What follows belongs to an exercise in optimizing a design on an open flow for small area, a short achievable clock period and few clock cycles; a production flow would make more cautious choices. The RTL was checked by simulation tests, not by an equivalence proof against the original design.

`run.sh`:
```
#!/bin/bash
# synth_recipe.tcl (not shown) runs the flow's synth.tcl, then flattens the netlist and writes it again
# the make line also repeats each setting of config.mk as NAME=value (left out here)
make -C /OpenROAD-flow-scripts/flow DESIGN_CONFIG=/design/flow/config.mk WORK_HOME=/design/flow/orfs CLKGATE_MAP_FILE= SYNTH_SCRIPT=/design/flow/synth_recipe.tcl finish
```
`config.mk`:
```
export PLATFORM = sky130hd
export DESIGN_NAME = rill_cost
export DESIGN_NICKNAME = rill_cost
export VERILOG_FILES = /design/flow/design.v
export SDC_FILE = /design/flow/constraint.sdc
export NUM_CORES = 4
export LEC_CHECK = 0
export CAP_MARGIN = 20
export CORE_MARGIN = 2
export CORE_UTILIZATION = 40
export SLEW_MARGIN = 20
```
`constraint.sdc`:
```
create_clock -name core_clock -period 42.0 [get_ports {clk}]
set_input_delay 8.4000 -clock core_clock [delete_from_list [all_inputs] [get_ports {clk}]]
set_output_delay 8.4000 -clock core_clock [all_outputs]
set_load 0.01 [all_outputs]
```
`design.v`:
```
module rill_cost (
    input  wire        clk,
    input  wire        rst,         
    input  wire        in_valid,
    output wire        in_ready,
    input  wire [11:0] in_data,
    input  wire        in_lg,       
    input  wire        in_last,     
    output reg         grp_valid,
    output reg  [3:0]  grp_k0,
    output reg  [3:0]  grp_k1,
    output reg  [3:0]  grp_k2,
    output reg         res_valid,
    output reg  [1:0]  res_pred,
    output reg  [15:0] res_len
);
    localparam NK = 14;
    assign in_ready = 1'b1;
    wire take = in_valid & in_ready;
    reg        in_blk;       
    reg        cur_lg;       
    reg [11:0] x0;           
    reg [11:0] xp1;          
    reg [11:0] xp2;          
    reg        second;       
    reg [4:0]  gcnt;         
    reg [8:0]  acc [0:2][0:NK-1];
    reg [15:0] tot [0:2];
    reg [11:0] nvals;
    reg        blk_done;     
    wire new_stream = !in_blk || (in_lg != cur_lg);
    wire signed [15:0] xs   = {4'd0, in_data};
    wire signed [15:0] p0   = {4'd0, x0};
    wire signed [15:0] p1   = {4'd0, xp1};
    wire signed [15:0] p2   = second ? {4'd0, x0}
                                     : ({4'd0, xp1} <<< 1) - {4'd0, xp2};
    wire signed [15:0] e0 = xs - p0;
    wire signed [15:0] e1 = xs - p1;
    wire signed [15:0] e2 = xs - p2;
    function [14:0] zigzag(input signed [15:0] e);
        if (e >= 0) zigzag = e[14:0] << 1;
        else        zigzag = ((-e) << 1) - 1;
    endfunction
    wire [14:0] z [0:2];
    assign z[0] = zigzag(e0);
    assign z[1] = zigzag(e1);
    assign z[2] = zigzag(e2);
    function [4:0] code_bits(input [14:0] zz, input [3:0] k);
        reg [14:0] q;
        begin
            q = zz >> k;
            if (q < 16) code_bits = q[4:0] + 5'd1 + {1'b0, k};
            else        code_bits = 5'd30;
        end
    endfunction
    reg [8:0]  new_acc   [0:2][0:NK-1];
    reg [8:0]  close_src [0:2][0:NK-1];
    reg [8:0]  best_bits [0:2];
    reg [3:0]  best_k    [0:2];
    reg        close_grp;
    integer p, k;
    always @(*) begin
        for (p = 0; p < 3; p = p + 1)
            for (k = 0; k < NK; k = k + 1) begin
                new_acc[p][k] = acc[p][k] + {4'd0, code_bits(z[p], k[3:0])};
                close_src[p][k] = new_stream ? acc[p][k] : new_acc[p][k];
            end
        if (new_stream) close_grp = take && (gcnt != 0);
        else            close_grp = take && ((gcnt == 5'd15) || in_last);
        for (p = 0; p < 3; p = p + 1) begin
            best_bits[p] = close_src[p][0];
            best_k[p]    = 4'd0;
            for (k = 1; k < NK; k = k + 1)
                if (close_src[p][k] < best_bits[p]) begin
                    best_bits[p] = close_src[p][k];
                    best_k[p]    = k[3:0];
                end
        end
    end
    reg [15:0] stored_bits;
    reg [15:0] pick_len;
    reg [1:0]  pick_pred;
    always @(*) begin
        stored_bits = nvals * 16'd12;
        pick_len  = tot[0];
        pick_pred = 2'd0;
        if (tot[1] < pick_len) begin pick_len = tot[1]; pick_pred = 2'd1; end
        if (tot[2] < pick_len) begin pick_len = tot[2]; pick_pred = 2'd2; end
        if (stored_bits < pick_len) begin pick_len = stored_bits; pick_pred = 2'd3; end
    end
    reg [15:0] tot_base [0:2];
    reg [11:0] nvals_base;
    always @(*) begin
        for (p = 0; p < 3; p = p + 1)
            tot_base[p] = blk_done ? 16'd0 : tot[p];
        nvals_base = blk_done ? 12'd0 : nvals;
    end
    always @(posedge clk) begin
        if (rst) begin
            in_blk    <= 1'b0;
            cur_lg    <= 1'b0;
            x0        <= 12'd0;
            xp1       <= 12'd0;
            xp2       <= 12'd0;
            second    <= 1'b0;
            gcnt      <= 5'd0;
            nvals     <= 12'd0;
            blk_done  <= 1'b0;
            grp_valid <= 1'b0;
            grp_k0    <= 4'd0;
            grp_k1    <= 4'd0;
            grp_k2    <= 4'd0;
            res_valid <= 1'b0;
            res_pred  <= 2'd0;
            res_len   <= 16'd0;
            for (p = 0; p < 3; p = p + 1) begin
                tot[p] <= 16'd0;
                for (k = 0; k < NK; k = k + 1)
                    acc[p][k] <= 9'd0;
            end
        end else begin
            res_valid <= blk_done;
            if (blk_done) begin
                res_pred <= pick_pred;
                res_len  <= pick_len;
            end
            blk_done  <= take && in_last;
            grp_valid <= close_grp;
            if (close_grp) begin
                grp_k0 <= best_k[0];
                grp_k1 <= best_k[1];
                grp_k2 <= best_k[2];
            end
            if (!take) begin
                for (p = 0; p < 3; p = p + 1)
                    tot[p] <= tot_base[p];
                nvals <= nvals_base;
            end else begin
                in_blk <= !in_last;
                cur_lg <= in_lg;
                nvals  <= nvals_base + 12'd1;
                xp1    <= in_data;
                xp2    <= xp1;
                for (p = 0; p < 3; p = p + 1)
                    tot[p] <= tot_base[p]
                              + (close_grp  ? {7'd0, best_bits[p]} + 16'd4 : 16'd0)
                              + (new_stream ? 16'd12 : 16'd0);
                if (new_stream) begin
                    x0     <= in_data;
                    second <= 1'b1;
                    gcnt   <= 5'd0;
                    for (p = 0; p < 3; p = p + 1)
                        for (k = 0; k < NK; k = k + 1)
                            acc[p][k] <= 9'd0;
                end else begin
                    second <= 1'b0;
                    gcnt   <= close_grp ? 5'd0 : gcnt + 5'd1;
                    for (p = 0; p < 3; p = p + 1)
                        for (k = 0; k < NK; k = k + 1)
                            acc[p][k] <= close_grp ? 9'd0 : new_acc[p][k];
                end
            end
        end
    end
endmodule
```
==> run notes <==
* Result of the run: complete, no violations
* Unrepaired setup endpoints after global routing: false
* Fraction of registers with async set/reset at 0%
* Final setup TNS at 0 ns
* Number of design rule violations left after detail routing at 0
* Clock transition at the registers of the reported paths at 0.06 ns
* Worst-Margin Slew at ~1.1 ns
* Layout Nets at 8380
* Critical Path Max Stage Delay at 0.55 ns
* Post-synth EDFFs at 0
* Highest layer used for signal routing: met4
* Synthesized net count at 8320
* Number of max-slew violations in the final report at 0
* Maximum number of pins on one net before global-route repair at 176
* Multi-input gate area in the final layout at 41900 µm²
* Period utilisation layout at 94.4%
* Sink count of the clock tree at 515
* Post-Syn Area at ~55000 µm²
* Most common cell after layout, fill and taps aside: sky130_fd_sc_hd__nand2_1
* Cell type with the highest aggregate area in the netlist: sky130_fd_sc_hd__dfxtp_1
* Post-placement setup slack at -2.00 ns
* Horizontal die dimension at 373 µm
* Floorplan die area at 139000 µm²
* Hold buffer count at CTS at 0
* Element type at the critical path end: register
* Total buffers and inverters traversed by the critical path at 17
* Sum of met3 wire segment lengths after detailed routing at 6490 µm
* Number of vias in the routed layout at 51300
* Clock buffers created by TritonCTS at just over 70
* Detailed-routing wirelength on met1 at 76000 µm
* Share of layout cells above drive strength 1 at 8.90%
* Number of cells produced by synthesis at 7511
* Routed len/inst at approximately 17 µm
* Utilization of the core after routing at 45.4%
* Height of the chip at 373 µm
* Routed wl met2 at about 72000 µm
* Maximum achievable frequency at around 25 MHz
* Cell types with the largest area share after synthesis: sky130_fd_sc_hd__dfxtp_1, sky130_fd_sc_hd__ha_1, sky130_fd_sc_hd__nand2_1
* Data required time at the worst endpoint at 42.55 ns
* #FFs+latches synth at 515
* Number of fillers in the final layout at 13700
* GRT Residual Overflow at 0
* Worst hold slack after final layout at around 0.46 ns
* Hold violation count in the final report at 0
* Slew margin rel. at around a quarter
* Number of buffers added on ports at 48
* Post-route minimum period at 39.66 ns
* Number of optimization iterations in the first detailed-route pass at 5
* Count of yosys warnings during synthesis at 8
* Syn_area_per_cell at 7.26 µm²
* Number of placed I/O pins at 50
* Placed wire-length estimate after detailed placement at around 110000 µm
* CTS root buffer: sky130_fd_sc_hd__clkbuf_16
* Worst-skew pair later-pin latency at 0.67 ns
* Sequential-to-total area share from yosys stat at 18.9%
* Reg area at 10300 µm²
* Initial Util at 40.3%
* Antenna diode instance count at 0
* Most used cells in the layout excluding fill and tap cells: sky130_fd_sc_hd__nand2_1, sky130_fd_sc_hd__nor2_1, sky130_fd_sc_hd__ha_1
* CTS H-tree depth at 3
* Skew final at 0.0221 ns
* Top Family by Delay on Critical Path: compound AO/OA/AOI/OAI gates
* TritonCTS clock tree: built
* Kind of start point of the critical path: primary input
* GRT Total Usage at 21.8%
* Antenna Nets Post-Route at 0
* First-pass GRT wire length at 254000 µm
* Arrival time of the worst setup path at between 40 and 50 ns
* Worst Path Max Fanout at 19
* Setup-failing EPs final at 0
* Starting DRC count in detailed routing at 3210
* Per-cell via count in the routed design at 5.45
* Antenna violations before repair at 0
* Weighted congestion at the end of routability-driven global placement at 0.884
* Final wirelength at 157000 µm
* Buffer levels on the longest clock path at 3
* Slowest stage cell on the critical path: sky130_fd_sc_hd__fa_1
* Number of standard-cell rows in the floorplan at about 140
* Dominant register cell in the synthesized netlist: sky130_fd_sc_hd__dfxtp_1
* Worst Setup Slack, final at 2.34 ns
* Cell with the most instances on the worst path: sky130_fd_sc_hd__a21oi_1
* Max_cap viols at 0
* Area added between synthesis and finish at 12.7%
* Placeable core area at 135000 µm²
* Crit path kind: in -> reg
* Area share of the leading cell type in the synthesized netlist at a little under a fifth
* Number of global-route vias before repair at 48800
* Cell variety after synth at 100
* Type of the most critical hold path: reg -> reg
path summary, 6_finish.rpt:
kind	endpoint	cells past startpoint	startpoint	slack [ns]
worst max-delay path	tot[0][15]	194	in_data[1]	2.34
worst max register to register	tot[2][15]	170	second	9.03
worst min-delay path	grp_k2[1]	2	grp_k2[1]	0.46
worst min register to register	grp_k2[1]	2	grp_k2[1]	0.46
sequential cells by signal, indices dropped and copies added, names as in the netlist, 5 cells and up:
register	cells
acc	378
tot	48
res_len	16
nvals	12
x0	12
xp1	12
xp2	12
gcnt	5
routing by layer:
metal  vias to the layer above  track usage (%)
met1                     24200             30.1
li1                      26000                -
met3                       167             2.21
met4                         0             4.87
met5                         -                0
met2                       930             36.6
area by class of cell:
cell class	instances	share of cell area (%)
inverters	560	3.45
well taps	1781	3.62
clock inverters	22	0.374
clock buffers	102	3.51
flip-flops and latches	515	16.8
multi-input cells	6118	68.2
repair buffers	304	4.09
cells in the mapped netlist (17+ instances only):
master	number
sky130_fd_sc_hd__nand2_1	908
sky130_fd_sc_hd__nor2_1	886
sky130_fd_sc_hd__ha_1	736
sky130_fd_sc_hd__a21oi_1	671
sky130_fd_sc_hd__inv_1	555
sky130_fd_sc_hd__dfxtp_1	515
sky130_fd_sc_hd__o21ai_0	456
sky130_fd_sc_hd__xnor2_1	332
sky130_fd_sc_hd__clkbuf_1	270
sky130_fd_sc_hd__a21o_1	204
sky130_fd_sc_hd__mux2i_1	197
sky130_fd_sc_hd__nand3_1	191
sky130_fd_sc_hd__a22oi_1	189
sky130_fd_sc_hd__nor2b_1	179
sky130_fd_sc_hd__xor2_1	176
sky130_fd_sc_hd__nor3_1	164
sky130_fd_sc_hd__nand2b_1	126
sky130_fd_sc_hd__mux2_2	66
sky130_fd_sc_hd__nand4_1	63
sky130_fd_sc_hd__and3_1	57
sky130_fd_sc_hd__fa_1	56
sky130_fd_sc_hd__o21a_1	53
sky130_fd_sc_hd__o21bai_1	44
sky130_fd_sc_hd__buf_1	41
sky130_fd_sc_hd__or2_2	26
sky130_fd_sc_hd__a211oi_1	25
sky130_fd_sc_hd__or3_1	23
sky130_fd_sc_hd__and2_1	20
sky130_fd_sc_hd__o31ai_1	19
sky130_fd_sc_hd__a311oi_1	17
cell families (layout without fill, tap and decap cells):
logic type	count (synthesis)	count (layout)	share of synthesized area (%)
AND/OR/NAND/NOR	2702	2702	22.1
other	1	1	0.00687
adder cells (fa/ha/maj)	792	792	18.9
multiplexers	266	266	5.06
AO/OA/AOI/OAI	1845	1849	20.7
flip-flops	515	515	18.9
XOR/XNOR	508	508	8.16
buffers and inverters	882	988	6.16
tightest hold or removal path, delay by kind of cell (launching register included):
family           cells  cell delay, ns
AND/OR/NAND/NOR      1            0.05
AO/OA/AOI/OAI        1            0.05
flip-flops           1            0.31
timing repair:
item,4_1_cts,5_1_grt
hold endpoints to repair,0,0
endpoints found under the setup margin,16,56
gates cloned,0,5
resized for setup,19,224
pin swaps,0,28
setup buffers,0,60
per-stage QoR:
step           std cells  area (µm²)
2_1_floorplan       7511       54600
3_5_place_dp        9213       57600
3_3_place_gp        9212       57600
4_1_cts             9337       60100
5_1_grt             9402       61500
6_report            9402       61500
Testbench counts, summed over its fixed seeds: cycles 81,552.

[re-timing with driven ports]
The results above use ideal ports. As a check the final layout listed here was re-extracted and re-timed, cells and wires unchanged.
Step 1 sets driving cells, clkbuf_16 on the clock port and buf_2 on the other inputs (assumed; they add their load-dependent delay and slew).
Step 2, shift: input delay + t, output delay - t, t = (earliest + latest rising clock arrival at the registers) / 2. This alone moves slack from input paths to output paths.
Three values: ideal ports, drivers, drivers and shift; two values: the first two.
t (ns): 0.740
slack for setup (ns): 2.341 / 2.381 / 1.641
worst setup path after step 2: input to register
worst register clock-pin slew, ns: 0.06 / 0.06
pins driven straight from the clock port: 1
After both steps setup and hold are still met in this run. For this run, drivers alone change the setup slack by +0.040 ns; drivers and shift together by -0.700 ns.
